From an optimization exercise on the open Yosys and OpenROAD flow, aimed at small area, a short achievable clock period and few clock cycles per item; shortcuts taken in it are not production practice. Only simulation tests tie the RTL to the original design; equivalence was not proved.

`flow/design.v`:
```
module stitch_blend (
    input  wire        clk,
    input  wire        rst,
    input  wire        in_valid,
    output wire        in_ready,
    input  wire        in_sol,       
    input  wire        in_apron,     
    input  wire [11:0] in_bg_y,
    input  wire [11:0] in_bg_cb,
    input  wire [11:0] in_bg_cr,
    input  wire [7:0]  in_vis,       
    input  wire [7:0]  in_cov,       
    input  wire [95:0] in_y,         
    input  wire [95:0] in_cb,
    input  wire [95:0] in_cr,
    input  wire [79:0] in_pa,        
    input  wire [79:0] in_ga,        
    output reg         out_valid,
    input  wire        out_ready,
    output reg         out_sol,
    output reg  [9:0]  out_y,
    output reg  [9:0]  out_c         
);
    reg  [7:0] opq;      
    reg  [7:0] live;     
    reg  [7:0] above;    
    integer l;
    always @(*) begin
        for (l = 0; l < 8; l = l + 1) begin
            opq[l]  = in_cov[l] && (in_vis[l] || (l == 7 && in_apron)) &&
                      (&in_pa[10*l +: 10]) && ((&in_ga[10*l +: 10]) || (l == 7 && in_apron));
            live[l] = in_cov[l] && (in_vis[l] || (l == 7 && in_apron)) &&
                      (|in_pa[10*l +: 10]) && ((|in_ga[10*l +: 10]) || (l == 7 && in_apron));
        end
        above[7] = 1'b0;
        for (l = 6; l >= 0; l = l - 1)
            above[l] = above[l+1] || opq[l+1];
    end
    wire [7:0] top  = opq & ~above;             
    wire [7:0] need = live & ~opq & ~above;     
    reg  [7:0] done;     
    reg        cont;     
    wire [7:0] rem  = need & ~done;
    reg  [7:0] sel;      
    reg  [7:0] lower;
    always @(*) begin
        lower[0] = 1'b0;
        for (l = 1; l < 8; l = l + 1)
            lower[l] = lower[l-1] || rem[l-1];
        sel = rem & ~lower;
    end
    wire       more = |(rem & ~sel);             
    reg        b_valid, b_last, b_sol;
    reg [11:0] dst_y, dst_cb, dst_cr;
    reg [11:0] src_y, src_cb, src_cr;
    reg [9:0]  b_a;
    wire stall_b  = b_valid && b_last && out_valid && !out_ready;
    assign in_ready = !stall_b && !more;
    wire issue    = in_valid && !stall_b;
    reg [11:0] st_y, st_cb, st_cr;
    reg [11:0] m_y, m_cb, m_cr;
    reg [9:0]  m_pa, m_ga;
    always @(*) begin
        st_y  = (|top) ? 12'd0 : in_bg_y;
        st_cb = (|top) ? 12'd0 : in_bg_cb;
        st_cr = (|top) ? 12'd0 : in_bg_cr;
        m_y = 12'd0; m_cb = 12'd0; m_cr = 12'd0; m_pa = 10'd0; m_ga = 10'd0;
        for (l = 0; l < 8; l = l + 1) begin
            st_y  = st_y  | (in_y [12*l +: 12] & {12{top[l]}});
            st_cb = st_cb | (in_cb[12*l +: 12] & {12{top[l]}});
            st_cr = st_cr | (in_cr[12*l +: 12] & {12{top[l]}});
            m_y   = m_y   | (in_y [12*l +: 12] & {12{sel[l]}});
            m_cb  = m_cb  | (in_cb[12*l +: 12] & {12{sel[l]}});
            m_cr  = m_cr  | (in_cr[12*l +: 12] & {12{sel[l]}});
            m_pa  = m_pa  | (in_pa[10*l +: 10] & {10{sel[l]}});
            m_ga  = m_ga  | ((l == 7 && in_apron) ? {10{sel[l]}} : (in_ga[10*l +: 10] & {10{sel[l]}}));
        end
    end
    wire [9:0] a;
    stitch_alpha u_alpha (.pa(m_pa), .ga(m_ga), .a(a));
    wire [11:0] res_y, res_cb, res_cr;
    stitch_mix u_mix_y  (.src(src_y),  .dst(dst_y),  .a(b_a), .res(res_y));
    stitch_mix u_mix_cb (.src(src_cb), .dst(dst_cb), .a(b_a), .res(res_cb));
    stitch_mix u_mix_cr (.src(src_cr), .dst(dst_cr), .a(b_a), .res(res_cr));
    function [9:0] to10;
        input [11:0] v;
        reg   [10:0] r;
        begin
            r = ({1'b0, v} + 13'd2) >> 2;
            if (r < 11'd4)         to10 = 10'd4;
            else if (r > 11'd1019) to10 = 10'd1019;
            else                   to10 = r[9:0];
        end
    endfunction
    reg       odd;       
    reg [9:0] cr_hold;   
    wire      is_even = b_sol || !odd;
    wire      b_done  = b_valid && b_last && !stall_b;
    always @(posedge clk) begin
        if (issue) begin
            src_y  <= m_y;
            src_cb <= m_cb;
            src_cr <= m_cr;
            b_a    <= a;
            b_last <= !more;
            b_sol  <= in_sol;
        end
        if (issue && !cont) begin
            dst_y  <= st_y;
            dst_cb <= st_cb;
            dst_cr <= st_cr;
        end else if (b_valid && !b_last) begin
            dst_y  <= res_y;
            dst_cb <= res_cb;
            dst_cr <= res_cr;
        end
        if (b_done) begin
            out_sol <= b_sol;
            out_y   <= to10(res_y);
            if (is_even) begin
                out_c   <= to10(res_cb);
                cr_hold <= to10(res_cr);
            end else begin
                out_c   <= cr_hold;
            end
        end
        if (rst) begin
            done      <= 8'd0;
            cont      <= 1'b0;
            b_valid   <= 1'b0;
            out_valid <= 1'b0;
            odd       <= 1'b0;
        end else begin
            if (issue) begin
                done <= more ? (done | sel) : 8'd0;
                cont <= more;
            end
            if (issue)
                b_valid <= 1'b1;
            else if (!stall_b)
                b_valid <= 1'b0;
            if (b_done) begin
                out_valid <= 1'b1;
                odd       <= is_even;
            end else if (out_ready) begin
                out_valid <= 1'b0;
            end
        end
    end
endmodule
module stitch_mix (input [11:0] src, input [11:0] dst, input [9:0] a, output [11:0] res);
    wire [11:0] r0 = a[0] ? src : dst;
    wire [11:0] r1 = a[1] ? src : dst;
    wire [11:0] r2 = a[2] ? src : dst;
    wire [11:0] r3 = a[3] ? src : dst;
    wire [11:0] r4 = a[4] ? src : dst;
    wire [11:0] r5 = a[5] ? src : dst;
    wire [11:0] r6 = a[6] ? src : dst;
    wire [11:0] r7 = a[7] ? src : dst;
    wire [11:0] r8 = a[8] ? src : dst;
    wire [11:0] r9 = a[9] ? src : dst;
    wire [11:0] rx = a[9] ? src : dst;
    wire t_1 = r0[8] ^ r1[7];
    wire t_2 = r0[8] & r1[7];
    wire t_3 = r0[9] ^ r1[8] ^ r2[7];
    wire t_4 = (r0[9] & r1[8]) | (r0[9] & r2[7]) | (r1[8] & r2[7]);
    wire t_5 = r3[6] ^ r4[5] ^ r5[4];
    wire t_6 = (r3[6] & r4[5]) | (r3[6] & r5[4]) | (r4[5] & r5[4]);
    wire t_7 = r0[10] ^ r1[9] ^ r2[8];
    wire t_8 = (r0[10] & r1[9]) | (r0[10] & r2[8]) | (r1[9] & r2[8]);
    wire t_9 = r3[7] ^ r4[6] ^ r5[5];
    wire t_10 = (r3[7] & r4[6]) | (r3[7] & r5[5]) | (r4[6] & r5[5]);
    wire t_11 = r0[11] ^ r1[10] ^ r2[9];
    wire t_12 = (r0[11] & r1[10]) | (r0[11] & r2[9]) | (r1[10] & r2[9]);
    wire t_13 = r3[8] ^ r4[7] ^ r5[6];
    wire t_14 = (r3[8] & r4[7]) | (r3[8] & r5[6]) | (r4[7] & r5[6]);
    wire t_15 = r1[11] ^ r2[10] ^ r3[9];
    wire t_16 = (r1[11] & r2[10]) | (r1[11] & r3[9]) | (r2[10] & r3[9]);
    wire t_17 = r0[5] ^ r1[4];
    wire t_18 = r0[5] & r1[4];
    wire t_19 = r0[6] ^ r1[5] ^ r2[4];
    wire t_20 = (r0[6] & r1[5]) | (r0[6] & r2[4]) | (r1[5] & r2[4]);
    wire t_21 = r3[3] ^ r4[2];
    wire t_22 = r3[3] & r4[2];
    wire t_23 = r0[7] ^ r1[6] ^ r2[5];
    wire t_24 = (r0[7] & r1[6]) | (r0[7] & r2[5]) | (r1[6] & r2[5]);
    wire t_25 = r3[4] ^ r4[3] ^ r5[2];
    wire t_26 = (r3[4] & r4[3]) | (r3[4] & r5[2]) | (r4[3] & r5[2]);
    wire t_27 = r6[1] ^ r7[0];
    wire t_28 = r6[1] & r7[0];
    wire t_29 = r2[6] ^ r3[5] ^ r4[4];
    wire t_30 = (r2[6] & r3[5]) | (r2[6] & r4[4]) | (r3[5] & r4[4]);
    wire t_31 = r5[3] ^ r6[2] ^ r7[1];
    wire t_32 = (r5[3] & r6[2]) | (r5[3] & r7[1]) | (r6[2] & r7[1]);
    wire t_33 = r8[0] ^ rx[8] ^ t_1;
    wire t_34 = (r8[0] & rx[8]) | (r8[0] & t_1) | (rx[8] & t_1);
    wire t_35 = r6[3] ^ r7[2] ^ r8[1];
    wire t_36 = (r6[3] & r7[2]) | (r6[3] & r8[1]) | (r7[2] & r8[1]);
    wire t_37 = r9[0] ^ rx[9] ^ 1'b1;
    wire t_38 = (r9[0] & rx[9]) | (r9[0] & 1'b1) | (rx[9] & 1'b1);
    wire t_39 = t_2 ^ t_3 ^ t_5;
    wire t_40 = (t_2 & t_3) | (t_2 & t_5) | (t_3 & t_5);
    wire t_41 = r6[4] ^ r7[3] ^ r8[2];
    wire t_42 = (r6[4] & r7[3]) | (r6[4] & r8[2]) | (r7[3] & r8[2]);
    wire t_43 = r9[1] ^ rx[10] ^ t_4;
    wire t_44 = (r9[1] & rx[10]) | (r9[1] & t_4) | (rx[10] & t_4);
    wire t_45 = t_6 ^ t_7 ^ t_9;
    wire t_46 = (t_6 & t_7) | (t_6 & t_9) | (t_7 & t_9);
    wire t_47 = r6[5] ^ r7[4] ^ r8[3];
    wire t_48 = (r6[5] & r7[4]) | (r6[5] & r8[3]) | (r7[4] & r8[3]);
    wire t_49 = r9[2] ^ rx[11] ^ t_8;
    wire t_50 = (r9[2] & rx[11]) | (r9[2] & t_8) | (rx[11] & t_8);
    wire t_51 = t_10 ^ t_11 ^ t_13;
    wire t_52 = (t_10 & t_11) | (t_10 & t_13) | (t_11 & t_13);
    wire t_53 = r4[8] ^ r5[7] ^ r6[6];
    wire t_54 = (r4[8] & r5[7]) | (r4[8] & r6[6]) | (r5[7] & r6[6]);
    wire t_55 = r7[5] ^ r8[4] ^ r9[3];
    wire t_56 = (r7[5] & r8[4]) | (r7[5] & r9[3]) | (r8[4] & r9[3]);
    wire t_57 = t_12 ^ t_14 ^ t_15;
    wire t_58 = (t_12 & t_14) | (t_12 & t_15) | (t_14 & t_15);
    wire t_59 = r2[11] ^ r3[10] ^ r4[9];
    wire t_60 = (r2[11] & r3[10]) | (r2[11] & r4[9]) | (r3[10] & r4[9]);
    wire t_61 = r5[8] ^ r6[7] ^ r7[6];
    wire t_62 = (r5[8] & r6[7]) | (r5[8] & r7[6]) | (r6[7] & r7[6]);
    wire t_63 = r8[5] ^ r9[4] ^ t_16;
    wire t_64 = (r8[5] & r9[4]) | (r8[5] & t_16) | (r9[4] & t_16);
    wire t_65 = r3[11] ^ r4[10] ^ r5[9];
    wire t_66 = (r3[11] & r4[10]) | (r3[11] & r5[9]) | (r4[10] & r5[9]);
    wire t_67 = r6[8] ^ r7[7] ^ r8[6];
    wire t_68 = (r6[8] & r7[7]) | (r6[8] & r8[6]) | (r7[7] & r8[6]);
    wire t_69 = r4[11] ^ r5[10] ^ r6[9];
    wire t_70 = (r4[11] & r5[10]) | (r4[11] & r6[9]) | (r5[10] & r6[9]);
    wire t_71 = r0[3] ^ r1[2];
    wire t_72 = r0[3] & r1[2];
    wire t_73 = r0[4] ^ r1[3] ^ r2[2];
    wire t_74 = (r0[4] & r1[3]) | (r0[4] & r2[2]) | (r1[3] & r2[2]);
    wire t_75 = r3[1] ^ r4[0];
    wire t_76 = r3[1] & r4[0];
    wire t_77 = r2[3] ^ r3[2] ^ r4[1];
    wire t_78 = (r2[3] & r3[2]) | (r2[3] & r4[1]) | (r3[2] & r4[1]);
    wire t_79 = r5[0] ^ rx[5] ^ t_17;
    wire t_80 = (r5[0] & rx[5]) | (r5[0] & t_17) | (rx[5] & t_17);
    wire t_81 = r5[1] ^ r6[0] ^ rx[6];
    wire t_82 = (r5[1] & r6[0]) | (r5[1] & rx[6]) | (r6[0] & rx[6]);
    wire t_83 = t_18 ^ t_19 ^ t_21;
    wire t_84 = (t_18 & t_19) | (t_18 & t_21) | (t_19 & t_21);
    wire t_85 = rx[7] ^ t_20 ^ t_22;
    wire t_86 = (rx[7] & t_20) | (rx[7] & t_22) | (t_20 & t_22);
    wire t_87 = t_23 ^ t_25 ^ t_27;
    wire t_88 = (t_23 & t_25) | (t_23 & t_27) | (t_25 & t_27);
    wire t_89 = t_24 ^ t_26 ^ t_28;
    wire t_90 = (t_24 & t_26) | (t_24 & t_28) | (t_26 & t_28);
    wire t_91 = t_29 ^ t_31 ^ t_33;
    wire t_92 = (t_29 & t_31) | (t_29 & t_33) | (t_31 & t_33);
    wire t_93 = t_30 ^ t_32 ^ t_34;
    wire t_94 = (t_30 & t_32) | (t_30 & t_34) | (t_32 & t_34);
    wire t_95 = t_35 ^ t_37 ^ t_39;
    wire t_96 = (t_35 & t_37) | (t_35 & t_39) | (t_37 & t_39);
    wire t_97 = t_36 ^ t_38 ^ t_40;
    wire t_98 = (t_36 & t_38) | (t_36 & t_40) | (t_38 & t_40);
    wire t_99 = t_41 ^ t_43 ^ t_45;
    wire t_100 = (t_41 & t_43) | (t_41 & t_45) | (t_43 & t_45);
    wire t_101 = t_42 ^ t_44 ^ t_46;
    wire t_102 = (t_42 & t_44) | (t_42 & t_46) | (t_44 & t_46);
    wire t_103 = t_47 ^ t_49 ^ t_51;
    wire t_104 = (t_47 & t_49) | (t_47 & t_51) | (t_49 & t_51);
    wire t_105 = t_48 ^ t_50 ^ t_52;
    wire t_106 = (t_48 & t_50) | (t_48 & t_52) | (t_50 & t_52);
    wire t_107 = t_53 ^ t_55 ^ t_57;
    wire t_108 = (t_53 & t_55) | (t_53 & t_57) | (t_55 & t_57);
    wire t_109 = t_54 ^ t_56 ^ t_58;
    wire t_110 = (t_54 & t_56) | (t_54 & t_58) | (t_56 & t_58);
    wire t_111 = t_59 ^ t_61 ^ t_63;
    wire t_112 = (t_59 & t_61) | (t_59 & t_63) | (t_61 & t_63);
    wire t_113 = r9[5] ^ t_60 ^ t_62;
    wire t_114 = (r9[5] & t_60) | (r9[5] & t_62) | (t_60 & t_62);
    wire t_115 = t_64 ^ t_65 ^ t_67;
    wire t_116 = (t_64 & t_65) | (t_64 & t_67) | (t_65 & t_67);
    wire t_117 = r7[8] ^ r8[7] ^ r9[6];
    wire t_118 = (r7[8] & r8[7]) | (r7[8] & r9[6]) | (r8[7] & r9[6]);
    wire t_119 = t_66 ^ t_68 ^ t_69;
    wire t_120 = (t_66 & t_68) | (t_66 & t_69) | (t_68 & t_69);
    wire t_121 = r5[11] ^ r6[10] ^ r7[9];
    wire t_122 = (r5[11] & r6[10]) | (r5[11] & r7[9]) | (r6[10] & r7[9]);
    wire t_123 = r8[8] ^ r9[7] ^ t_70;
    wire t_124 = (r8[8] & r9[7]) | (r8[8] & t_70) | (r9[7] & t_70);
    wire t_125 = r6[11] ^ r7[10] ^ r8[9];
    wire t_126 = (r6[11] & r7[10]) | (r6[11] & r8[9]) | (r7[10] & r8[9]);
    wire t_127 = r0[2] ^ r1[1];
    wire t_128 = r0[2] & r1[1];
    wire t_129 = r2[1] ^ r3[0] ^ rx[3];
    wire t_130 = (r2[1] & r3[0]) | (r2[1] & rx[3]) | (r3[0] & rx[3]);
    wire t_131 = rx[4] ^ t_72 ^ t_73;
    wire t_132 = (rx[4] & t_72) | (rx[4] & t_73) | (t_72 & t_73);
    wire t_133 = t_74 ^ t_76 ^ t_77;
    wire t_134 = (t_74 & t_76) | (t_74 & t_77) | (t_76 & t_77);
    wire t_135 = t_78 ^ t_80 ^ t_81;
    wire t_136 = (t_78 & t_80) | (t_78 & t_81) | (t_80 & t_81);
    wire t_137 = t_82 ^ t_84 ^ t_85;
    wire t_138 = (t_82 & t_84) | (t_82 & t_85) | (t_84 & t_85);
    wire t_139 = t_86 ^ t_88 ^ t_89;
    wire t_140 = (t_86 & t_88) | (t_86 & t_89) | (t_88 & t_89);
    wire t_141 = t_90 ^ t_92 ^ t_93;
    wire t_142 = (t_90 & t_92) | (t_90 & t_93) | (t_92 & t_93);
    wire t_143 = t_94 ^ t_96 ^ t_97;
    wire t_144 = (t_94 & t_96) | (t_94 & t_97) | (t_96 & t_97);
    wire t_145 = t_98 ^ t_100 ^ t_101;
    wire t_146 = (t_98 & t_100) | (t_98 & t_101) | (t_100 & t_101);
    wire t_147 = t_102 ^ t_104 ^ t_105;
    wire t_148 = (t_102 & t_104) | (t_102 & t_105) | (t_104 & t_105);
    wire t_149 = t_106 ^ t_108 ^ t_109;
    wire t_150 = (t_106 & t_108) | (t_106 & t_109) | (t_108 & t_109);
    wire t_151 = t_110 ^ t_112 ^ t_113;
    wire t_152 = (t_110 & t_112) | (t_110 & t_113) | (t_112 & t_113);
    wire t_153 = t_114 ^ t_116 ^ t_117;
    wire t_154 = (t_114 & t_116) | (t_114 & t_117) | (t_116 & t_117);
    wire t_155 = t_118 ^ t_120 ^ t_121;
    wire t_156 = (t_118 & t_120) | (t_118 & t_121) | (t_120 & t_121);
    wire t_157 = r9[8] ^ t_122 ^ t_124;
    wire t_158 = (r9[8] & t_122) | (r9[8] & t_124) | (t_122 & t_124);
    wire t_159 = r7[11] ^ r8[10] ^ r9[9];
    wire t_160 = (r7[11] & r8[10]) | (r7[11] & r9[9]) | (r8[10] & r9[9]);
    wire t_161 = r0[1] ^ r1[0];
    wire t_162 = r0[1] & r1[0];
    wire t_163 = r2[0] ^ rx[2] ^ t_127;
    wire t_164 = (r2[0] & rx[2]) | (r2[0] & t_127) | (rx[2] & t_127);
    wire t_165 = t_71 ^ t_128 ^ t_129;
    wire t_166 = (t_71 & t_128) | (t_71 & t_129) | (t_128 & t_129);
    wire t_167 = t_75 ^ t_130 ^ t_131;
    wire t_168 = (t_75 & t_130) | (t_75 & t_131) | (t_130 & t_131);
    wire t_169 = t_79 ^ t_132 ^ t_133;
    wire t_170 = (t_79 & t_132) | (t_79 & t_133) | (t_132 & t_133);
    wire t_171 = t_83 ^ t_134 ^ t_135;
    wire t_172 = (t_83 & t_134) | (t_83 & t_135) | (t_134 & t_135);
    wire t_173 = t_87 ^ t_136 ^ t_137;
    wire t_174 = (t_87 & t_136) | (t_87 & t_137) | (t_136 & t_137);
    wire t_175 = t_91 ^ t_138 ^ t_139;
    wire t_176 = (t_91 & t_138) | (t_91 & t_139) | (t_138 & t_139);
    wire t_177 = t_95 ^ t_140 ^ t_141;
    wire t_178 = (t_95 & t_140) | (t_95 & t_141) | (t_140 & t_141);
    wire t_179 = t_99 ^ t_142 ^ t_143;
    wire t_180 = (t_99 & t_142) | (t_99 & t_143) | (t_142 & t_143);
    wire t_181 = t_103 ^ t_144 ^ t_145;
    wire t_182 = (t_103 & t_144) | (t_103 & t_145) | (t_144 & t_145);
    wire t_183 = t_107 ^ t_146 ^ t_147;
    wire t_184 = (t_107 & t_146) | (t_107 & t_147) | (t_146 & t_147);
    wire t_185 = t_111 ^ t_148 ^ t_149;
    wire t_186 = (t_111 & t_148) | (t_111 & t_149) | (t_148 & t_149);
    wire t_187 = t_115 ^ t_150 ^ t_151;
    wire t_188 = (t_115 & t_150) | (t_115 & t_151) | (t_150 & t_151);
    wire t_189 = t_119 ^ t_152 ^ t_153;
    wire t_190 = (t_119 & t_152) | (t_119 & t_153) | (t_152 & t_153);
    wire t_191 = t_123 ^ t_154 ^ t_155;
    wire t_192 = (t_123 & t_154) | (t_123 & t_155) | (t_154 & t_155);
    wire t_193 = t_125 ^ t_156 ^ t_157;
    wire t_194 = (t_125 & t_156) | (t_125 & t_157) | (t_156 & t_157);
    wire t_195 = t_126 ^ t_158 ^ t_159;
    wire t_196 = (t_126 & t_158) | (t_126 & t_159) | (t_158 & t_159);
    wire t_197 = r8[11] ^ r9[10] ^ t_160;
    wire t_198 = (r8[11] & r9[10]) | (r8[11] & t_160) | (r9[10] & t_160);
    wire [21:0] s0 = {1'b0, r9[11], t_196, t_194, t_192, t_190, t_188, t_186, t_184, t_182, t_180, t_178, t_176, t_174, t_172, t_170, t_168, t_166, t_164, t_162, rx[1], r0[0]};
    wire [21:0] s1 = {1'b0, t_198, t_197, t_195, t_193, t_191, t_189, t_187, t_185, t_183, t_181, t_179, t_177, t_175, t_173, t_171, t_169, t_167, t_165, t_163, t_161, rx[0]};
    wire [21:0] s = s0 + s1;
    assign res = s[21:10];
endmodule
module stitch_alpha (input [9:0] pa, input [9:0] ga, output [9:0] a);
    wire t_1 = (pa[8] & ga[0]) ^ (pa[7] & ga[1]);
    wire t_2 = (pa[8] & ga[0]) & (pa[7] & ga[1]);
    wire t_3 = (pa[9] & ga[0]) ^ (pa[8] & ga[1]) ^ (pa[7] & ga[2]);
    wire t_4 = ((pa[9] & ga[0]) & (pa[8] & ga[1])) | ((pa[9] & ga[0]) & (pa[7] & ga[2])) | ((pa[8] & ga[1]) & (pa[7] & ga[2]));
    wire t_5 = (pa[6] & ga[3]) ^ (pa[5] & ga[4]) ^ (pa[4] & ga[5]);
    wire t_6 = ((pa[6] & ga[3]) & (pa[5] & ga[4])) | ((pa[6] & ga[3]) & (pa[4] & ga[5])) | ((pa[5] & ga[4]) & (pa[4] & ga[5]));
    wire t_7 = (pa[9] & ga[1]) ^ (pa[8] & ga[2]) ^ (pa[7] & ga[3]);
    wire t_8 = ((pa[9] & ga[1]) & (pa[8] & ga[2])) | ((pa[9] & ga[1]) & (pa[7] & ga[3])) | ((pa[8] & ga[2]) & (pa[7] & ga[3]));
    wire t_9 = (pa[5] & ga[0]) ^ (pa[4] & ga[1]);
    wire t_10 = (pa[5] & ga[0]) & (pa[4] & ga[1]);
    wire t_11 = (pa[6] & ga[0]) ^ (pa[5] & ga[1]) ^ (pa[4] & ga[2]);
    wire t_12 = ((pa[6] & ga[0]) & (pa[5] & ga[1])) | ((pa[6] & ga[0]) & (pa[4] & ga[2])) | ((pa[5] & ga[1]) & (pa[4] & ga[2]));
    wire t_13 = (pa[3] & ga[3]) ^ (pa[2] & ga[4]);
    wire t_14 = (pa[3] & ga[3]) & (pa[2] & ga[4]);
    wire t_15 = (pa[7] & ga[0]) ^ (pa[6] & ga[1]) ^ (pa[5] & ga[2]);
    wire t_16 = ((pa[7] & ga[0]) & (pa[6] & ga[1])) | ((pa[7] & ga[0]) & (pa[5] & ga[2])) | ((pa[6] & ga[1]) & (pa[5] & ga[2]));
    wire t_17 = (pa[4] & ga[3]) ^ (pa[3] & ga[4]) ^ (pa[2] & ga[5]);
    wire t_18 = ((pa[4] & ga[3]) & (pa[3] & ga[4])) | ((pa[4] & ga[3]) & (pa[2] & ga[5])) | ((pa[3] & ga[4]) & (pa[2] & ga[5]));
    wire t_19 = (pa[1] & ga[6]) ^ (pa[0] & ga[7]);
    wire t_20 = (pa[1] & ga[6]) & (pa[0] & ga[7]);
    wire t_21 = (pa[6] & ga[2]) ^ (pa[5] & ga[3]) ^ (pa[4] & ga[4]);
    wire t_22 = ((pa[6] & ga[2]) & (pa[5] & ga[3])) | ((pa[6] & ga[2]) & (pa[4] & ga[4])) | ((pa[5] & ga[3]) & (pa[4] & ga[4]));
    wire t_23 = (pa[3] & ga[5]) ^ (pa[2] & ga[6]) ^ (pa[1] & ga[7]);
    wire t_24 = ((pa[3] & ga[5]) & (pa[2] & ga[6])) | ((pa[3] & ga[5]) & (pa[1] & ga[7])) | ((pa[2] & ga[6]) & (pa[1] & ga[7]));
    wire t_25 = (pa[0] & ga[8]) ^ (pa[8] & ga[9]) ^ t_1;
    wire t_26 = ((pa[0] & ga[8]) & (pa[8] & ga[9])) | ((pa[0] & ga[8]) & t_1) | ((pa[8] & ga[9]) & t_1);
    wire t_27 = (pa[3] & ga[6]) ^ (pa[2] & ga[7]) ^ (pa[1] & ga[8]);
    wire t_28 = ((pa[3] & ga[6]) & (pa[2] & ga[7])) | ((pa[3] & ga[6]) & (pa[1] & ga[8])) | ((pa[2] & ga[7]) & (pa[1] & ga[8]));
    wire t_29 = (pa[0] & ga[9]) ^ (pa[9] & ga[9]) ^ 1'b1;
    wire t_30 = ((pa[0] & ga[9]) & (pa[9] & ga[9])) | ((pa[0] & ga[9]) & 1'b1) | ((pa[9] & ga[9]) & 1'b1);
    wire t_31 = t_2 ^ t_3 ^ t_5;
    wire t_32 = (t_2 & t_3) | (t_2 & t_5) | (t_3 & t_5);
    wire t_33 = (pa[6] & ga[4]) ^ (pa[5] & ga[5]) ^ (pa[4] & ga[6]);
    wire t_34 = ((pa[6] & ga[4]) & (pa[5] & ga[5])) | ((pa[6] & ga[4]) & (pa[4] & ga[6])) | ((pa[5] & ga[5]) & (pa[4] & ga[6]));
    wire t_35 = (pa[3] & ga[7]) ^ (pa[2] & ga[8]) ^ (pa[1] & ga[9]);
    wire t_36 = ((pa[3] & ga[7]) & (pa[2] & ga[8])) | ((pa[3] & ga[7]) & (pa[1] & ga[9])) | ((pa[2] & ga[8]) & (pa[1] & ga[9]));
    wire t_37 = t_4 ^ t_6 ^ t_7;
    wire t_38 = (t_4 & t_6) | (t_4 & t_7) | (t_6 & t_7);
    wire t_39 = (pa[9] & ga[2]) ^ (pa[8] & ga[3]) ^ (pa[7] & ga[4]);
    wire t_40 = ((pa[9] & ga[2]) & (pa[8] & ga[3])) | ((pa[9] & ga[2]) & (pa[7] & ga[4])) | ((pa[8] & ga[3]) & (pa[7] & ga[4]));
    wire t_41 = (pa[6] & ga[5]) ^ (pa[5] & ga[6]) ^ (pa[4] & ga[7]);
    wire t_42 = ((pa[6] & ga[5]) & (pa[5] & ga[6])) | ((pa[6] & ga[5]) & (pa[4] & ga[7])) | ((pa[5] & ga[6]) & (pa[4] & ga[7]));
    wire t_43 = (pa[3] & ga[8]) ^ (pa[2] & ga[9]) ^ t_8;
    wire t_44 = ((pa[3] & ga[8]) & (pa[2] & ga[9])) | ((pa[3] & ga[8]) & t_8) | ((pa[2] & ga[9]) & t_8);
    wire t_45 = (pa[9] & ga[3]) ^ (pa[8] & ga[4]) ^ (pa[7] & ga[5]);
    wire t_46 = ((pa[9] & ga[3]) & (pa[8] & ga[4])) | ((pa[9] & ga[3]) & (pa[7] & ga[5])) | ((pa[8] & ga[4]) & (pa[7] & ga[5]));
    wire t_47 = (pa[6] & ga[6]) ^ (pa[5] & ga[7]) ^ (pa[4] & ga[8]);
    wire t_48 = ((pa[6] & ga[6]) & (pa[5] & ga[7])) | ((pa[6] & ga[6]) & (pa[4] & ga[8])) | ((pa[5] & ga[7]) & (pa[4] & ga[8]));
    wire t_49 = (pa[9] & ga[4]) ^ (pa[8] & ga[5]) ^ (pa[7] & ga[6]);
    wire t_50 = ((pa[9] & ga[4]) & (pa[8] & ga[5])) | ((pa[9] & ga[4]) & (pa[7] & ga[6])) | ((pa[8] & ga[5]) & (pa[7] & ga[6]));
    wire t_51 = (pa[3] & ga[0]) ^ (pa[2] & ga[1]);
    wire t_52 = (pa[3] & ga[0]) & (pa[2] & ga[1]);
    wire t_53 = (pa[4] & ga[0]) ^ (pa[3] & ga[1]) ^ (pa[2] & ga[2]);
    wire t_54 = ((pa[4] & ga[0]) & (pa[3] & ga[1])) | ((pa[4] & ga[0]) & (pa[2] & ga[2])) | ((pa[3] & ga[1]) & (pa[2] & ga[2]));
    wire t_55 = (pa[1] & ga[3]) ^ (pa[0] & ga[4]);
    wire t_56 = (pa[1] & ga[3]) & (pa[0] & ga[4]);
    wire t_57 = (pa[3] & ga[2]) ^ (pa[2] & ga[3]) ^ (pa[1] & ga[4]);
    wire t_58 = ((pa[3] & ga[2]) & (pa[2] & ga[3])) | ((pa[3] & ga[2]) & (pa[1] & ga[4])) | ((pa[2] & ga[3]) & (pa[1] & ga[4]));
    wire t_59 = (pa[0] & ga[5]) ^ (pa[5] & ga[9]) ^ t_9;
    wire t_60 = ((pa[0] & ga[5]) & (pa[5] & ga[9])) | ((pa[0] & ga[5]) & t_9) | ((pa[5] & ga[9]) & t_9);
    wire t_61 = (pa[1] & ga[5]) ^ (pa[0] & ga[6]) ^ (pa[6] & ga[9]);
    wire t_62 = ((pa[1] & ga[5]) & (pa[0] & ga[6])) | ((pa[1] & ga[5]) & (pa[6] & ga[9])) | ((pa[0] & ga[6]) & (pa[6] & ga[9]));
    wire t_63 = t_10 ^ t_11 ^ t_13;
    wire t_64 = (t_10 & t_11) | (t_10 & t_13) | (t_11 & t_13);
    wire t_65 = (pa[7] & ga[9]) ^ t_12 ^ t_14;
    wire t_66 = ((pa[7] & ga[9]) & t_12) | ((pa[7] & ga[9]) & t_14) | (t_12 & t_14);
    wire t_67 = t_15 ^ t_17 ^ t_19;
    wire t_68 = (t_15 & t_17) | (t_15 & t_19) | (t_17 & t_19);
    wire t_69 = t_16 ^ t_18 ^ t_20;
    wire t_70 = (t_16 & t_18) | (t_16 & t_20) | (t_18 & t_20);
    wire t_71 = t_21 ^ t_23 ^ t_25;
    wire t_72 = (t_21 & t_23) | (t_21 & t_25) | (t_23 & t_25);
    wire t_73 = t_22 ^ t_24 ^ t_26;
    wire t_74 = (t_22 & t_24) | (t_22 & t_26) | (t_24 & t_26);
    wire t_75 = t_27 ^ t_29 ^ t_31;
    wire t_76 = (t_27 & t_29) | (t_27 & t_31) | (t_29 & t_31);
    wire t_77 = t_28 ^ t_30 ^ t_32;
    wire t_78 = (t_28 & t_30) | (t_28 & t_32) | (t_30 & t_32);
    wire t_79 = t_33 ^ t_35 ^ t_37;
    wire t_80 = (t_33 & t_35) | (t_33 & t_37) | (t_35 & t_37);
    wire t_81 = t_34 ^ t_36 ^ t_38;
    wire t_82 = (t_34 & t_36) | (t_34 & t_38) | (t_36 & t_38);
    wire t_83 = t_39 ^ t_41 ^ t_43;
    wire t_84 = (t_39 & t_41) | (t_39 & t_43) | (t_41 & t_43);
    wire t_85 = (pa[3] & ga[9]) ^ t_40 ^ t_42;
    wire t_86 = ((pa[3] & ga[9]) & t_40) | ((pa[3] & ga[9]) & t_42) | (t_40 & t_42);
    wire t_87 = t_44 ^ t_45 ^ t_47;
    wire t_88 = (t_44 & t_45) | (t_44 & t_47) | (t_45 & t_47);
    wire t_89 = (pa[6] & ga[7]) ^ (pa[5] & ga[8]) ^ (pa[4] & ga[9]);
    wire t_90 = ((pa[6] & ga[7]) & (pa[5] & ga[8])) | ((pa[6] & ga[7]) & (pa[4] & ga[9])) | ((pa[5] & ga[8]) & (pa[4] & ga[9]));
    wire t_91 = t_46 ^ t_48 ^ t_49;
    wire t_92 = (t_46 & t_48) | (t_46 & t_49) | (t_48 & t_49);
    wire t_93 = (pa[9] & ga[5]) ^ (pa[8] & ga[6]) ^ (pa[7] & ga[7]);
    wire t_94 = ((pa[9] & ga[5]) & (pa[8] & ga[6])) | ((pa[9] & ga[5]) & (pa[7] & ga[7])) | ((pa[8] & ga[6]) & (pa[7] & ga[7]));
    wire t_95 = (pa[6] & ga[8]) ^ (pa[5] & ga[9]) ^ t_50;
    wire t_96 = ((pa[6] & ga[8]) & (pa[5] & ga[9])) | ((pa[6] & ga[8]) & t_50) | ((pa[5] & ga[9]) & t_50);
    wire t_97 = (pa[9] & ga[6]) ^ (pa[8] & ga[7]) ^ (pa[7] & ga[8]);
    wire t_98 = ((pa[9] & ga[6]) & (pa[8] & ga[7])) | ((pa[9] & ga[6]) & (pa[7] & ga[8])) | ((pa[8] & ga[7]) & (pa[7] & ga[8]));
    wire t_99 = (pa[2] & ga[0]) ^ (pa[1] & ga[1]);
    wire t_100 = (pa[2] & ga[0]) & (pa[1] & ga[1]);
    wire t_101 = (pa[1] & ga[2]) ^ (pa[0] & ga[3]) ^ (pa[3] & ga[9]);
    wire t_102 = ((pa[1] & ga[2]) & (pa[0] & ga[3])) | ((pa[1] & ga[2]) & (pa[3] & ga[9])) | ((pa[0] & ga[3]) & (pa[3] & ga[9]));
    wire t_103 = (pa[4] & ga[9]) ^ t_52 ^ t_53;
    wire t_104 = ((pa[4] & ga[9]) & t_52) | ((pa[4] & ga[9]) & t_53) | (t_52 & t_53);
    wire t_105 = t_54 ^ t_56 ^ t_57;
    wire t_106 = (t_54 & t_56) | (t_54 & t_57) | (t_56 & t_57);
    wire t_107 = t_58 ^ t_60 ^ t_61;
    wire t_108 = (t_58 & t_60) | (t_58 & t_61) | (t_60 & t_61);
    wire t_109 = t_62 ^ t_64 ^ t_65;
    wire t_110 = (t_62 & t_64) | (t_62 & t_65) | (t_64 & t_65);
    wire t_111 = t_66 ^ t_68 ^ t_69;
    wire t_112 = (t_66 & t_68) | (t_66 & t_69) | (t_68 & t_69);
    wire t_113 = t_70 ^ t_72 ^ t_73;
    wire t_114 = (t_70 & t_72) | (t_70 & t_73) | (t_72 & t_73);
    wire t_115 = t_74 ^ t_76 ^ t_77;
    wire t_116 = (t_74 & t_76) | (t_74 & t_77) | (t_76 & t_77);
    wire t_117 = t_78 ^ t_80 ^ t_81;
    wire t_118 = (t_78 & t_80) | (t_78 & t_81) | (t_80 & t_81);
    wire t_119 = t_82 ^ t_84 ^ t_85;
    wire t_120 = (t_82 & t_84) | (t_82 & t_85) | (t_84 & t_85);
    wire t_121 = t_86 ^ t_88 ^ t_89;
    wire t_122 = (t_86 & t_88) | (t_86 & t_89) | (t_88 & t_89);
    wire t_123 = t_90 ^ t_92 ^ t_93;
    wire t_124 = (t_90 & t_92) | (t_90 & t_93) | (t_92 & t_93);
    wire t_125 = (pa[6] & ga[9]) ^ t_94 ^ t_96;
    wire t_126 = ((pa[6] & ga[9]) & t_94) | ((pa[6] & ga[9]) & t_96) | (t_94 & t_96);
    wire t_127 = (pa[9] & ga[7]) ^ (pa[8] & ga[8]) ^ (pa[7] & ga[9]);
    wire t_128 = ((pa[9] & ga[7]) & (pa[8] & ga[8])) | ((pa[9] & ga[7]) & (pa[7] & ga[9])) | ((pa[8] & ga[8]) & (pa[7] & ga[9]));
    wire t_129 = (pa[1] & ga[0]) ^ (pa[0] & ga[1]);
    wire t_130 = (pa[1] & ga[0]) & (pa[0] & ga[1]);
    wire t_131 = (pa[0] & ga[2]) ^ (pa[2] & ga[9]) ^ t_99;
    wire t_132 = ((pa[0] & ga[2]) & (pa[2] & ga[9])) | ((pa[0] & ga[2]) & t_99) | ((pa[2] & ga[9]) & t_99);
    wire t_133 = t_51 ^ t_100 ^ t_101;
    wire t_134 = (t_51 & t_100) | (t_51 & t_101) | (t_100 & t_101);
    wire t_135 = t_55 ^ t_102 ^ t_103;
    wire t_136 = (t_55 & t_102) | (t_55 & t_103) | (t_102 & t_103);
    wire t_137 = t_59 ^ t_104 ^ t_105;
    wire t_138 = (t_59 & t_104) | (t_59 & t_105) | (t_104 & t_105);
    wire t_139 = t_63 ^ t_106 ^ t_107;
    wire t_140 = (t_63 & t_106) | (t_63 & t_107) | (t_106 & t_107);
    wire t_141 = t_67 ^ t_108 ^ t_109;
    wire t_142 = (t_67 & t_108) | (t_67 & t_109) | (t_108 & t_109);
    wire t_143 = t_71 ^ t_110 ^ t_111;
    wire t_144 = (t_71 & t_110) | (t_71 & t_111) | (t_110 & t_111);
    wire t_145 = t_75 ^ t_112 ^ t_113;
    wire t_146 = (t_75 & t_112) | (t_75 & t_113) | (t_112 & t_113);
    wire t_147 = t_79 ^ t_114 ^ t_115;
    wire t_148 = (t_79 & t_114) | (t_79 & t_115) | (t_114 & t_115);
    wire t_149 = t_83 ^ t_116 ^ t_117;
    wire t_150 = (t_83 & t_116) | (t_83 & t_117) | (t_116 & t_117);
    wire t_151 = t_87 ^ t_118 ^ t_119;
    wire t_152 = (t_87 & t_118) | (t_87 & t_119) | (t_118 & t_119);
    wire t_153 = t_91 ^ t_120 ^ t_121;
    wire t_154 = (t_91 & t_120) | (t_91 & t_121) | (t_120 & t_121);
    wire t_155 = t_95 ^ t_122 ^ t_123;
    wire t_156 = (t_95 & t_122) | (t_95 & t_123) | (t_122 & t_123);
    wire t_157 = t_97 ^ t_124 ^ t_125;
    wire t_158 = (t_97 & t_124) | (t_97 & t_125) | (t_124 & t_125);
    wire t_159 = t_98 ^ t_126 ^ t_127;
    wire t_160 = (t_98 & t_126) | (t_98 & t_127) | (t_126 & t_127);
    wire t_161 = (pa[9] & ga[8]) ^ (pa[8] & ga[9]) ^ t_128;
    wire t_162 = ((pa[9] & ga[8]) & (pa[8] & ga[9])) | ((pa[9] & ga[8]) & t_128) | ((pa[8] & ga[9]) & t_128);
    wire [19:0] s0 = {1'b0, (pa[9] & ga[9]), t_160, t_158, t_156, t_154, t_152, t_150, t_148, t_146, t_144, t_142, t_140, t_138, t_136, t_134, t_132, t_130, (pa[1] & ga[9]), (pa[0] & ga[0])};
    wire [19:0] s1 = {1'b0, t_162, t_161, t_159, t_157, t_155, t_153, t_151, t_149, t_147, t_145, t_143, t_141, t_139, t_137, t_135, t_133, t_131, t_129, (pa[0] & ga[9])};
    wire [19:0] s = s0 + s1;
    assign a = s[19:10];
endmodule
```
`flow/flow/run.sh`:
```
#!/bin/bash
# Standard layout, with the smallest buffer on every input and output port.
set -euo pipefail
export BUFFER_PORTS_ARGS="-buffer_cell sky130_fd_sc_hd__buf_1"
bash standard.sh > standard.log 2>&1
```
`flow/constraint.sdc`:
```
create_clock -name core_clock -period 22.0 [get_ports {clk}]
set_input_delay 4.4000 -clock core_clock [delete_from_list [all_inputs] [get_ports {clk}]]
set_output_delay 4.4000 -clock core_clock [all_outputs]
set_load 0.01 [all_outputs]
```
`flow/config.mk`:
```
export PLATFORM = sky130hd
export DESIGN_NAME = stitch_blend
export DESIGN_NICKNAME = stitch_blend
export VERILOG_FILES = /design/flow/design.v
export SDC_FILE = /design/flow/constraint.sdc
export NUM_CORES = 4
export LEC_CHECK = 0
export CAP_MARGIN = 20
export CORE_MARGIN = 2
export CORE_UTILIZATION = 40
export SLEW_MARGIN = 20
```
`flow/standard.sh`:
```
#!/bin/bash
# synth_recipe.tcl (not shown) runs the flow's synth.tcl, then flattens the netlist and writes it again
# the make line also repeats each setting of config.mk as NAME=value (left out here)
make -C /OpenROAD-flow-scripts/flow DESIGN_CONFIG=/design/flow/config.mk WORK_HOME=/design/flow/orfs CLKGATE_MAP_FILE= SYNTH_SCRIPT=/design/flow/synth_recipe.tcl "${@:-finish}"
```
==> run summary, run 1 <==
The overall die width is 268 um. The post-layout instance count excluding filler cells is 4390. The row count is 96.

The clock tree from TritonCTS is done. The die outline area is 71600 um2. The largest fanout on the critical path is 38. In the final design database the tool counted 4400 nets. The detail-routed via count per cell came out at 6.13. The type of the tightest min-delay check is reg2reg. The post-CTS setup-driven buffer insertion count came out at 0. Counting flops and latches in the post-synthesis netlist gives 127. The endpoint required time on the critical path came out at 22250 ps. For the pin with the worst max-slew slack, the measured transition is 1220 ps.

The number of clock buffers inserted by TritonCTS came out at 17. The number of antenna violations at the first check in global routing came out at 12. The number of DRC markers after the initial detailed-route iteration came out at 3518. Routability-driven placement finished with a final weighted congestion of 1.07.

The post-synthesis to final-layout area growth came out at 11.9%. The total instance count after detailed placement came out at 4347. The run finished with no timing, DRC or antenna violations. Data arrives at the worst endpoint at 13860 ps.

The tree built by TritonCTS fans out to 127 sinks. The largest net degree at the start of global routing came out at 59. The top layer reached by signal wires is met4.

STA classifies the critical path endpoint as a register. The start-to-end type of the worst setup path is in2reg. The average instance area after synthesis came out at 9.01 um2. The setup skew after layout came out at 21.6 ps.

The netlist area before placement is 27800 um2. The headroom to the max-slew limit came out at 0.188. The detail route stage leaves a number of antenna-violating nets equal to 0. The number of hold violations in the final report came to 0. The initial core utilization came out at 0.404. The net count after synthesis came out at 4049.

The total global routing overflow came out at 0. The minimum period implied by the final worst setup slack is 13620 ps. The warning count from the yosys run is 1. In the final routing, the length of wire on met1 measures 44.6 mm.

The core box area is 68700 um2. The overall routing resource usage came out at 0.332. The via count of the first global-routing pass is 27352. The sum of net half-perimeters after detailed placement came out at 93.8 mm. The final-layout setup total negative slack is 0 ps. The clock passes through at most 2 buffers. The clock slew at the register clock pins of the worst setup and hold paths came out at 70 ps.

For this block, the routed nets add up to 119 mm of wire. The cts-stage hold buffer count is 0. Dividing the detail-routed wire length by the instance count gives 27.2 um. The share of the core filled with cells is 0.453. The type of origin of the critical path is an input pin.

The count of mapped cells out of synthesis is 3084. The number of setup violations in the final report is 0. The number of library cell types mapped by synthesis came out at 101. The first global-routing pass estimated 174 mm of wire. The number of vias in the routed layout came out at 26898. The number of placed I/O pins came out at 529. In the detailed route, the total length drawn on met3 is 10.4 mm. The number of iterations in the first detailed-routing pass came out at 13. The H-tree was split into 4 levels. The register area share after synthesis is 0.133. The final count of pins violating max slew is 0. The fmax is 73.4 MHz. Prior to clock tree synthesis, the placed netlist has a worst setup slack of 8410 ps. Setup repair after global routing left no endpoint under its margin. The synthesized design contains 115 enable-type register cells. The post-detailed-route DRC marker count is 0.

After synthesis, the share of flip-flops with an asynchronous set or reset is 0. In this run the clock root is driven by a clkbuf_16. The final worst setup slack came out at 8380 ps. Among all flip-flop cells after synthesis, the most frequent one is edfxtp_1. Clock latency on the worst-skew pair, taken at its later pin, is 500 ps.

The total met2 wirelength after detailed routing came out at 54.8 mm. The max-cap check violation count came out at 0. In this run, post-CTS repair resized a total of 0 instances. The vertical die dimension came out at 268 um. Of the cells placed in the final design, the portion with a size suffix greater than 1 is 0.107.

Of the available clock period, the critical path in the final layout requires 0.619. The number of input and output port buffers inserted came out at 528.
layout make-up:
class,count,area [um2]
clock inverters,15,191
fillers,6930,37600
inverters,501,1880
flip-flops and latches,127,3690
multi-input cells,2220,21400
repair buffers,568,2280
diodes,11,27.5
well taps,931,1160
clock buffers,17,425
critical path: stages:
cell       delay [ps]
buf_1             490
o21ai_1           220
nor4_1            610
o21ai_4           120
nand3_2           350
nor3_1            240
and3_2            430
buf_4             360
a222oi_1         1120
nand2_1           290
a211oi_1          800
nor2_1            130
fa_1              510
inv_1              50
fa_1              350
inv_1              80
fa_1              440
fa_1              500
ha_1              310
a2111oi_0         530
a21oi_1           160
and3_1            220
inv_1              70
a211oi_1           60
a211oi_2          480
a211oi_2          180
nor3_2            230
o21ai_1            90
final timing paths:
path,slack [ps],from,to,cells after the start
setup / recovery,8380,in_apron,b_a[9]$_DFFE_PP_,28
setup reg to reg,13580,done[0]$_SDFFE_PP0P_,b_a[9]$_DFFE_PP_,24
hold reg to reg,500,b_sol$_DFFE_PP_,out_sol$_DFFE_PP_,0
hold / removal,500,b_sol$_DFFE_PP_,out_sol$_DFFE_PP_,0
layer usage:
layer	track usage	up-vias
met4	0.234	0
met5	0	-
met1	0.390	13037
met2	0.539	1718
met3	0.0709	424
li1	-	11719
cell usage in the layout (no fill, tap or decap), types with 46 or more instances in the layout:
master	n
o21ai_0	53
mux2i_1	183
buf_1	528
edfxtp_1	115
fa_1	342
nor2_1	201
nand2_1	99
nor4_1	46
a21oi_1	136
a222oi_1	133
inv_1	501
nand3_1	108
nand4_1	52
mux2_2	219
ha_1	117
a22oi_1	77
state kept, by name (all words and copies together), names as in the netlist:
signal / cells
out_valid: 1
src_y: 12
done: 8
cr_hold: 10
dst_y: 12
src_cr: 12
out_c: 10
src_cb: 12
dst_cr: 12
b_a: 10
b_last: 1
out_sol: 1
cont: 1
dst_cb: 12
b_valid: 1
b_sol: 1
out_y: 10
odd: 1
metrics by stage:
stage / area [um2] / hold slack, ps
2_1_floorplan: 27800 / 441
3_3_place_gp: 30400 / 471
3_5_place_dp: 30400 / 475
4_1_cts: 31100 / 495
5_1_grt: 31100 / 519
6_report: 31100 / 499
cells in the mapped netlist (all sizes together) (28+ instances only):
library cell,number,area [um2]
nand2,100,375
edfxtp,115,3450
mux2,219,2470
fa,342,6850
clkbuf,170,643
or2,29,181
nor4,47,309
nand3,109,551
nor3,28,171
nor2b,28,175
o21ai,68,344
a22oi,77,578
mux2i,184,1850
a221oi,39,342
buf,66,279
a222oi,133,1330
a21oi,139,703
nand4,53,338
inv,501,1880
ha,117,1460
nor2,205,769
xnor2,39,349
cells by family (layout without fill, tap and decap cells):
| family | after synthesis | in the layout | synth area share |
|---|---|---|---|
| mux | 403 | 403 | 0.155 |
| xor+xnor | 61 | 61 | 0.0200 |
| other cells | 0 | 11 | 0 |
| compound gates | 603 | 603 | 0.164 |
| fa+ha+maj | 460 | 460 | 0.300 |
| simple gates | 693 | 693 | 0.127 |
| flops | 127 | 127 | 0.133 |
| buf+inv | 737 | 1101 | 0.101 |
Testbench counts, summed over its fixed seeds: cycles 22,632, pixels 19,200.
==> inputs of run 2 (changes only) <==
==> flow/run.sh (new file) <==
#!/bin/bash
# synth_recipe.tcl (not shown) runs the flow's synth.tcl, then flattens the netlist and writes it again
# the make line also repeats each setting of config.mk as NAME=value (left out here)
make -C /OpenROAD-flow-scripts/flow DESIGN_CONFIG=/design/flow/config.mk WORK_HOME=/design/flow/orfs CLKGATE_MAP_FILE= SYNTH_SCRIPT=/design/flow/synth_recipe.tcl finish
removed: flow/flow/run.sh
removed: flow/standard.sh
==> run summary, run 2 <==
The initial core utilization came out at 0.404 (unchanged). Sorting the synthesized cells by area gives the leading types as fa_1 (25%), edfxtp_1 (12%), mux2_2 (8.9%), inv_1 (6.8%), mux2i_1 (6.6%). The largest fanout on the critical path is 54 (+42%).

The number of iterations in the first detailed-routing pass is 14 (+1). The global routing usage on met2 came to 0.579 (+0.0395). The row count is 96 (unchanged). The clock tree from TritonCTS is done.

The clock slew at the register clock pins of the worst setup and hold paths is 70 ps (about the same). The total instance count after detailed placement is 4346 (-0.023%). The die outline area is 71600 um2 (unchanged). The worst path arrival time is 13760 ps (-100 ps). The average instance area after synthesis is 9.01 um2 (unchanged). The cts-stage hold buffer count is 0 (unchanged). The number of library cell types mapped by synthesis is 101 (unchanged).

The startpoint identified for the worst register-to-register timing path is done[2]$_SDFFE_PP0P_. The count of mapped cells out of synthesis came out at 3084 (unchanged). The global-route track usage on met1 came out at 0.420 (+0.0299).

The minimum period implied by the final worst setup slack came to 13520 ps (-96.8 ps). The total global routing overflow came out at 0 (unchanged). The headroom to the max-slew limit came to 0.232 (+0.0431). The number of clock buffers inserted by TritonCTS came out at 17 (unchanged). The post-layout instance count excluding filler cells came out at 4385 (-0.11%). The overall routing resource usage came out at 0.353 (+0.0212). The met3 routing resource usage after global routing was 0.0748 (+0.00395). The post-route clock period utilization came to 0.615 (-0.00440). The post-synthesis to final-layout area growth came out at 23.6%.

The area share of the largest cell type after synthesis is 0.246 (unchanged). The post-detailed-route DRC marker count is 0 (unchanged). The detail-routed via count per cell is 6.29 (+2.6%). The H-tree depth reported by CTS came out at 4 (unchanged). After synthesis, the largest family of logic cells by area is adder cells. The max-cap check violation count is 0 (unchanged).

The number of routed nets with antenna violations is 0 (unchanged). The via count of the first global-routing pass is 28429 (+3.9%). The final-layout setup total negative slack is 0 ps (unchanged). The register bit total from synthesis is 127 (unchanged).

STA classifies the critical path endpoint as a register. The share of synthesized cell area in and, or, nand and nor gates came out at 0.127 (unchanged). The sum of net half-perimeters after detailed placement came out at 99.4 mm (+6.0%).

The net count after synthesis is 4049 (unchanged). Setup repair after global routing left no endpoint under its margin. The flip-flop cell with the highest count after synthesis is edfxtp_1.

The critical path starts at in_apron. The worst hold path belongs to the class reg2reg. inv_1 is the most common cell in the netlist. The warning count from the yosys run is 1 (unchanged). The overall die width is 268 um (unchanged).

The arithmetic-cell share of the synthesized area counting full adders, half adders and majority gates is 0.300 (unchanged). In this run the most critical hold path is launched from done[1]$_SDFFE_PP0P_. Of all cell types, the one taking the most synthesized area is fa_1. The number of DRC markers after the initial detailed-route iteration came out at 3742 (+6.4%).

The final count of pins violating max slew is 0 (unchanged). The setup skew after layout is 25.6 ps (+4.08 ps). The register area share after synthesis is 0.133 (unchanged). The count of nets after finishing came to 4400 (unchanged). The XOR/XNOR share of the synthesized area is 0.0200 (unchanged). The root buffer cell is clkbuf_16. The number of buffers between clock root and the deepest sink came out at 2 (unchanged). The final weighted congestion of routability-driven global placement is 1.09 (+1.9%). The largest net degree at the start of global routing came out at 61 (+3.4%). The layer with the highest usage is met2.

The worst setup path is launched from an input pin. The number of sinks driven by the clock tree came out at 127 (unchanged). The number of placed I/O pins came out at 529 (unchanged). The number of antenna violations at the first check in global routing is 6 (-6). The number of setup violations in the final report is 0 (unchanged). The mux share of post-synthesis cell area came out at 0.155 (unchanged). The clock insertion delay at the later pin of the skew report came out at 510 ps (about the same).

The fraction of layout cells with a size suffix above 1 is 0.107 (+0.000290). The run finished with no timing, DRC or antenna violations. The number of synthesized flops with an enable pin is 115 (unchanged).

The vertical die dimension came out at 268 um (unchanged). The number of hold violations in the final report came out at 0 (unchanged). The fmax is 74.0 MHz (+0.72%). The number of input and output port buffers inserted is 528 (unchanged).

The fraction of registers with async set or reset after synthesis came out at 0 (unchanged). After synthesis, the most frequently instantiated cells are inv_1 (501), fa_1 (342), mux2_2 (219). The post-cts resize count is 0 (unchanged). The first-pass GRT wire length came out at 186 mm (+6.8%). The core box area is 68700 um2 (unchanged). The post-CTS setup-driven buffer insertion count came out at 0 (unchanged). The actual transition at the worst max-transition pin came out at 1150 ps (-64.6 ps). The endpoint required time on the critical path came out at 22240 ps (about the same). The final wirelength came out at 127 mm (+6.3%).

The netlist area before placement was 27800 um2 (unchanged). The complex-gate fraction of the synthesized area came out at 0.164 (unchanged). The number of vias in the routed layout came out at 27568 (+2.5%).

The critical path is of the in2reg type. Leaving out fill and tap cells, the most frequent cells in the layout are clkdlybuf4s50_1 (528), inv_1 (501), fa_1 (342), mux2_2 (219), nor2_1 (201). The library cell used most frequently in the layout, excluding fill and tap cells, is clkdlybuf4s50_1.

The average routed wire per standard cell came out at 28.9 um (+6.4%).
[run 2: per-stage QoR]
step           utilization  hold WS [ps]  instance area (um2)  setup slack (ps)
2_1_floorplan            -           441                27800             10820
3_3_place_gp         0.491           477                33700              8430
3_5_place_dp         0.491           492                33700              8390
4_1_cts              0.500           507                34300              8900
5_1_grt              0.500           528                34300              8130
6_report             0.500           508                34300              8480
[run 2: cell type report]
cell class	count	area [um2]
inverter	501	1880
multi-input combinational	2220	21400
fill	6404	34400
antenna	6	15.0
clock buffer	17	425
clock inverter	15	158
tap	931	1160
sequential	127	3690
timing repair buffer	568	5580
[run 2: path summary, 6_finish.rpt]
check / to / slack (ps) / depth (start not counted)
min: done[1]$_SDFFE_PP0P_ / 510 / 2
max reg2reg: b_a[9]$_DFFE_PP_ / 13720 / 27
max: b_a[9]$_DFFE_PP_ / 8480 / 28
min reg2reg: done[1]$_SDFFE_PP0P_ / 510 / 2
[run 2: critical path, stage by stage]
cell and delay [ps]:
clkdlybuf4s50_1 790, o21ai_1 180, nor4_1 520, o21ai_4 180, nand3_2 340, nor3_1 220
and3_2 260, buf_4 350, a222oi_1 920, nand2_1 270, a211oi_1 900, nor2_1 140
fa_1 530, inv_1 50, fa_1 350, inv_1 80, fa_1 450, fa_1 490
ha_1 310, a2111oi_0 540, a21oi_1 170, and3_1 220, inv_1 70, a211oi_1 60
a211oi_2 430, a211oi_2 170, nor3_2 220, o21ai_1 100
[run 2: kinds of logic after synthesis]
group	Yosys count
buf+inv	737
simple gates	693
compound gates	603
fa+ha+maj	460
mux	403
flops	127
xor+xnor	61
[run 2: routing by layer]
| metal | share of wire | wire length [um] | vias up |
|---|---|---|---|
| met5 | 0 | 0 | - |
| met4 | 0.073 | 9200 | 0 |
| met3 | 0.093 | 11800 | 452 |
| met2 | 0.46 | 58600 | 1927 |
| met1 | 0.37 | 47200 | 13505 |
| li1 | - | - | 11684 |
==> inputs of run 3 (changes only) <==
--- a/flow/design.v
+++ b/flow/design.v
@@ -20,4 +20,4 @@
     output reg         out_sol,
-    output reg  [9:0]  out_y,
-    output reg  [9:0]  out_c         
+    output wire [9:0]  out_y,
+    output wire [9:0]  out_c         
 );
@@ -55,3 +55,3 @@
     reg [11:0] src_y, src_cb, src_cr;
-    reg [9:0]  b_a;
+    reg [9:0]  b_pa, b_ga;
     wire stall_b  = b_valid && b_last && out_valid && !out_ready;
@@ -78,4 +78,4 @@
     end
-    wire [9:0] a;
-    stitch_alpha u_alpha (.pa(m_pa), .ga(m_ga), .a(a));
+    wire [9:0]  b_a;
+    stitch_alpha u_alpha (.pa(b_pa), .ga(b_ga), .a(b_a));
     wire [11:0] res_y, res_cb, res_cr;
@@ -84,16 +84,7 @@
     stitch_mix u_mix_cr (.src(src_cr), .dst(dst_cr), .a(b_a), .res(res_cr));
-    function [9:0] to10;
-        input [11:0] v;
-        reg   [10:0] r;
-        begin
-            r = ({1'b0, v} + 13'd2) >> 2;
-            if (r < 11'd4)         to10 = 10'd4;
-            else if (r > 11'd1019) to10 = 10'd1019;
-            else                   to10 = r[9:0];
-        end
-    endfunction
-    reg       odd;       
-    reg [9:0] cr_hold;   
-    wire      is_even = b_sol || !odd;
-    wire      b_done  = b_valid && b_last && !stall_b;
+    reg        odd;       
+    reg [11:0] cr_hold;   
+    reg [11:0] o_y, o_c;  
+    wire       is_even = b_sol || !odd;
+    wire       b_done  = b_valid && b_last && !stall_b;
     always @(posedge clk) begin
@@ -103,3 +94,4 @@
             src_cr <= m_cr;
-            b_a    <= a;
+            b_pa   <= m_pa;
+            b_ga   <= m_ga;
             b_last <= !more;
@@ -118,8 +110,8 @@
             out_sol <= b_sol;
-            out_y   <= to10(res_y);
+            o_y     <= res_y;
             if (is_even) begin
-                out_c   <= to10(res_cb);
-                cr_hold <= to10(res_cr);
+                o_c     <= res_cb;
+                cr_hold <= res_cr;
             end else begin
-                out_c   <= cr_hold;
+                o_c     <= cr_hold;
             end
@@ -149,2 +141,14 @@
     end
+    function [9:0] to10;
+        input [11:0] v;
+        reg   [10:0] r;
+        begin
+            r = ({1'b0, v} + 13'd2) >> 2;
+            if (r < 11'd4)         to10 = 10'd4;
+            else if (r > 11'd1019) to10 = 10'd1019;
+            else                   to10 = r[9:0];
+        end
+    endfunction
+    assign out_y = to10(o_y);
+    assign out_c = to10(o_c);
 endmodule
==> flow/flow/run.sh (new file) <==
#!/bin/bash
# Standard layout, with the smallest buffer on every input and output port,
# and timing repair aimed at a setup slack margin well above zero.
set -euo pipefail
export BUFFER_PORTS_ARGS="-buffer_cell sky130_fd_sc_hd__buf_1"
export SETUP_SLACK_MARGIN=10.5
bash standard.sh > standard.log 2>&1
==> flow/standard.sh (new file) <==
#!/bin/bash
# synth_recipe.tcl (not shown) runs the flow's synth.tcl, then flattens the netlist and writes it again
# the make line also repeats each setting of config.mk as NAME=value (left out here)
make -C /OpenROAD-flow-scripts/flow DESIGN_CONFIG=/design/flow/config.mk WORK_HOME=/design/flow/orfs CLKGATE_MAP_FILE= SYNTH_SCRIPT=/design/flow/synth_recipe.tcl "${@:-finish}"
removed: flow/run.sh
==> run summary, run 3 <==
The headroom to the max-slew limit is 0.118 (-0.113). Setup repair after global routing could not meet its margin everywhere. The post-synthesis to final-layout area growth came out at 13.9%. The count of mapped cells out of synthesis came out at 3195 (+3.6%). The total instance count after detailed placement came to 4455 (+2.5%).

The vertical die dimension is 271 um (+1.4%). The number of sinks driven by the clock tree is 140 (+10%). The tree is rooted in a clkbuf_16.

The signal on the critical path passes through buf_1 -> nand4_1 -> or4_4 -> nor3_4 -> buf_12 -> nand4bb_4 -> or4_4 -> o21ai_0 -> a211oi_2 -> o22ai_2 -> nor2_4 -> buf_6. The most common cell in the netlist is inv_1. The number of input and output port buffers inserted was 528 (unchanged). The core box area was 70400 um2 (+2.5%). The worst setup path is captured at an output port. The number of clock buffers inserted by TritonCTS is 17 (unchanged). The number of synthesized flops with an enable pin came out at 128 (+11%). The most numerous cell type found on the critical path is or4_4. The final hold slack is 492 ps (-16.1 ps). The count of nets after finishing came out at 4538 (+3.1%).

The detail-routed via count per cell came to 6.20 (-1.3%). The setup skew after layout is 15.2 ps (-10.4 ps). The startpoint identified for the worst register-to-register timing path is b_ga[5]$_DFFE_PP_.

The clock slew at the register clock pins of the worst setup and hold paths is 60 ps (about the same). The number of placed I/O pins came out at 529 (unchanged). The worst path arrival time came out at 7090 ps (-6670 ps). The number of filler cells placed in the layout came out at 7040 (+9.9%). The longest individual stage delay on the worst path is 650 ps (-270 ps).

The number of DRC markers after the initial detailed-route iteration came out at 3367 (-10%). The number of antenna violations at the first check in global routing came to 33 (+27). The overall routing resource usage is 0.339 (-0.0135). TritonCTS built the clock tree. The number of hold violations in the final report is 0 (unchanged). The run finished with no timing, DRC or antenna violations. The average instance area after synthesis came to 8.94 um2 (-0.72%). The largest fanout on the critical path came out at 7 (-87%). The largest net degree at the start of global routing came out at 66 (+8.2%).

The endpoint required time on the critical path is 17600 ps (-4640 ps). The final count of pins violating max slew is 0 (unchanged). The type of the tightest min-delay check is reg2reg. The die outline area was 73600 um2 (+2.8%). The number of iterations in the first detailed-routing pass came to 9 (-5). The net count after synthesis came out at 4159 (+2.7%). The fraction of registers with async set or reset after synthesis is 0 (unchanged). The sum of net half-perimeters after detailed placement is 95.8 mm (-3.6%).

The area of placed instances is 31300 um2 (-7.4%). The top cell family by delay on the critical path is simple AND/OR/NAND/NOR gates. The total buffers and inverters traversed by the critical path is 3 (-2). The final non-filler cell area is 32500 um2 (-5.3%). Among all flip-flop cells after synthesis, the most frequent one is edfxtp_1.

The global routing usage on met2 is 0.503 (-0.0760). The number of buffers between clock root and the deepest sink came out at 2 (unchanged). In the layout the commonest cells are inv_1 (523), buf_1 (516), fa_1 (339), mux2i_1 (238), nand2_1 (157).

The netlist area before placement came to 28600 um2 (+2.9%). The post-layout instance count excluding filler cells was 4548 (+3.7%). The layer flagged by global routing as most heavily used is met2.

The number of vias in the routed layout came out at 28213 (+2.3%). The actual transition at the worst max-transition pin was 1320 ps (+170 ps). The final-layout setup total negative slack is 0 ps (unchanged). In this run the most critical hold path is launched from b_sol$_DFFE_PP_. The minimum period implied by the final worst setup slack came out at 11490 ps (-2030 ps). The average routed wire per standard cell is 28.3 um (-2.2%). The row count is 97 (+1.0%). The met3 routing resource usage after global routing is 0.109 (+0.0344). The fraction of layout cells with a size suffix above 1 came to 0.0970 (-0.0100). The area share of the largest cell type after synthesis is 0.238 (-0.00893).

The max-cap check violation count is 0 (unchanged). The final wirelength is 129 mm (+1.5%). The number of routed nets with antenna violations is 0 (unchanged). The final weighted congestion of routability-driven global placement is 0.999 (-8.4%). The global-route track usage on met1 came out at 0.412 (-0.00751).

The first-pass GRT wire length came to 183 mm (-1.4%). The register bit total from synthesis came out at 140 (+10%). The number of library cell types mapped by synthesis came to 89 (-12%).

The overall die width came out at 271 um (+1.4%). The H-tree depth reported by CTS is 4 (unchanged). The post-route clock period utilization came out at 0.522 (-0.0924).

The total global routing overflow is 0 (unchanged). The register area share after synthesis came out at 0.143 (+0.00998). The setup path with the least slack is of type in2out. The cts-stage hold buffer count came out at 0 (unchanged).

The biggest area contributor in the post-synthesis netlist is fa_1. By count the netlist is led by inv_1 (523), fa_1 (339), mux2i_1 (238). The via count of the first global-routing pass was 27717 (-2.5%).

The warning count from the yosys run came out at 1 (unchanged). The post-detailed-route DRC marker count was 0 (unchanged). The clock insertion delay at the later pin of the skew report came out at 500 ps (about the same). The type of origin of the critical path is an input pin. By area the synthesized netlist is led by fa_1 (24%), edfxtp_1 (13%), mux2i_1 (8.3%), inv_1 (6.9%), mux2_2 (5.3%). The leading cell type in the layout, fill and taps excluded is inv_1.

The critical path starts at in_ga[64]. The number of setup violations in the final report is 0 (unchanged). The slowest stage of the critical path belongs to the cell or4_4. The fmax is 87.0 MHz (+18%). The initial core utilization came to 0.406 (+0.00156).
## run 3: cell count changes after synthesis, moves of 22 or more
cell and delta:
a221o_1 +23, a222oi_1 -77, a22o_1 +53, a22oi_1 +75, and2_1 +47, inv_1 +22
mux2_2 -84, mux2i_1 +55, nand2_1 +59, nor2_1 -65
## run 3: final timing paths
check,to,slack (ps),depth (start not counted)
worst max-delay path,in_ready,10510,12
worst min-delay path,out_sol$_DFFE_PP_,490,0
worst max register to register,cr_hold[11]$_DFFE_PP_,10850,38
worst min register to register,out_sol$_DFFE_PP_,490,0
## run 3: final cells by class
class / count / area, um2 / area share
Clock inverter: 12 / 138 / 0.00423
Timing Repair Buffer: 610 / 2730 / 0.0839
Multi-Input combinational cell: 2281 / 21900 / 0.674
Tap cell: 940 / 1180 / 0.0361
Sequential cell: 140 / 4080 / 0.126
Antenna cell: 21 / 52.6 / 0.00161
Inverter: 524 / 1970 / 0.0604
Clock buffer: 20 / 457 / 0.0140
## run 3: repair_timing
item | in CTS | in global routing
gates resized for setup | 31 | 30
cloned | 1 | 2
setup endpoints to repair | 27 | 63
setup buffers | 2 | 30
pin swaps | 6 | 15
## run 3: kinds of logic (layout without fill, tap and decap cells)
family	after synthesis	after routing	share of synthesized area
multiplexers	384	384	0.141
AND/OR/NAND/NOR	647	647	0.113
adder cells (fa/ha/maj)	458	458	0.290
buffers and inverters	774	1166	0.104
flip-flops	140	140	0.143
other	0	21	0
XOR/XNOR	48	48	0.0164
AO/OA/AOI/OAI	744	744	0.193
## run 3: metal layers
layer / wire length, um / up-vias
met5: 100 / -
met4: 10900 / 16
met3: 14400 / 492
met2: 55400 / 1796
li1: - / 12102
met1: 47800 / 13807
## run 3: stage by stage
step	worst slack [ps]	utilization
floorplan	11160	-
finish	10510	0.462
detailed placement	9480	0.444
global placement	9490	0.444
global route	10380	0.462
CTS	10440	0.455
Testbench counts of run 3, summed over its fixed seeds: cycles 22,632, pixels 19,200.

[re-timing with driven ports]
The flow's constraints put no driver on any port. The routed layouts listed below were extracted and timed again, unchanged, in two steps. Step 1 sets driving cells, clkbuf_16 on the clock port and buf_2 on the other inputs (assumed; they add their load-dependent delay and slew). Step 2, shift: input delay + t, output delay - t, t = (earliest + latest rising clock arrival at the registers) / 2. This alone moves slack from input paths to output paths. Slacks: ideal / step 1 / step 2; pairs: ideal / step 1.
run	shift t [ns]	setup WS [ns]	worst register clock-pin slew, ns	worst data-port slew with drivers (ns)	pins driven straight from the clock port
run 1	0.556	8.382 / 8.415 / 7.859	0.08 / 0.08	0.18	1
run 2	0.562	8.478 / 8.503 / 7.941	0.09 / 0.09	0.13	1
run 3	0.561	10.511 / 10.487 / 10.487	0.07 / 0.07	0.22	1
After both steps every run listed still meets setup and hold. For run 2, which loses most, drivers alone change the setup slack by +0.025 ns; drivers and shift together by -0.537 ns.
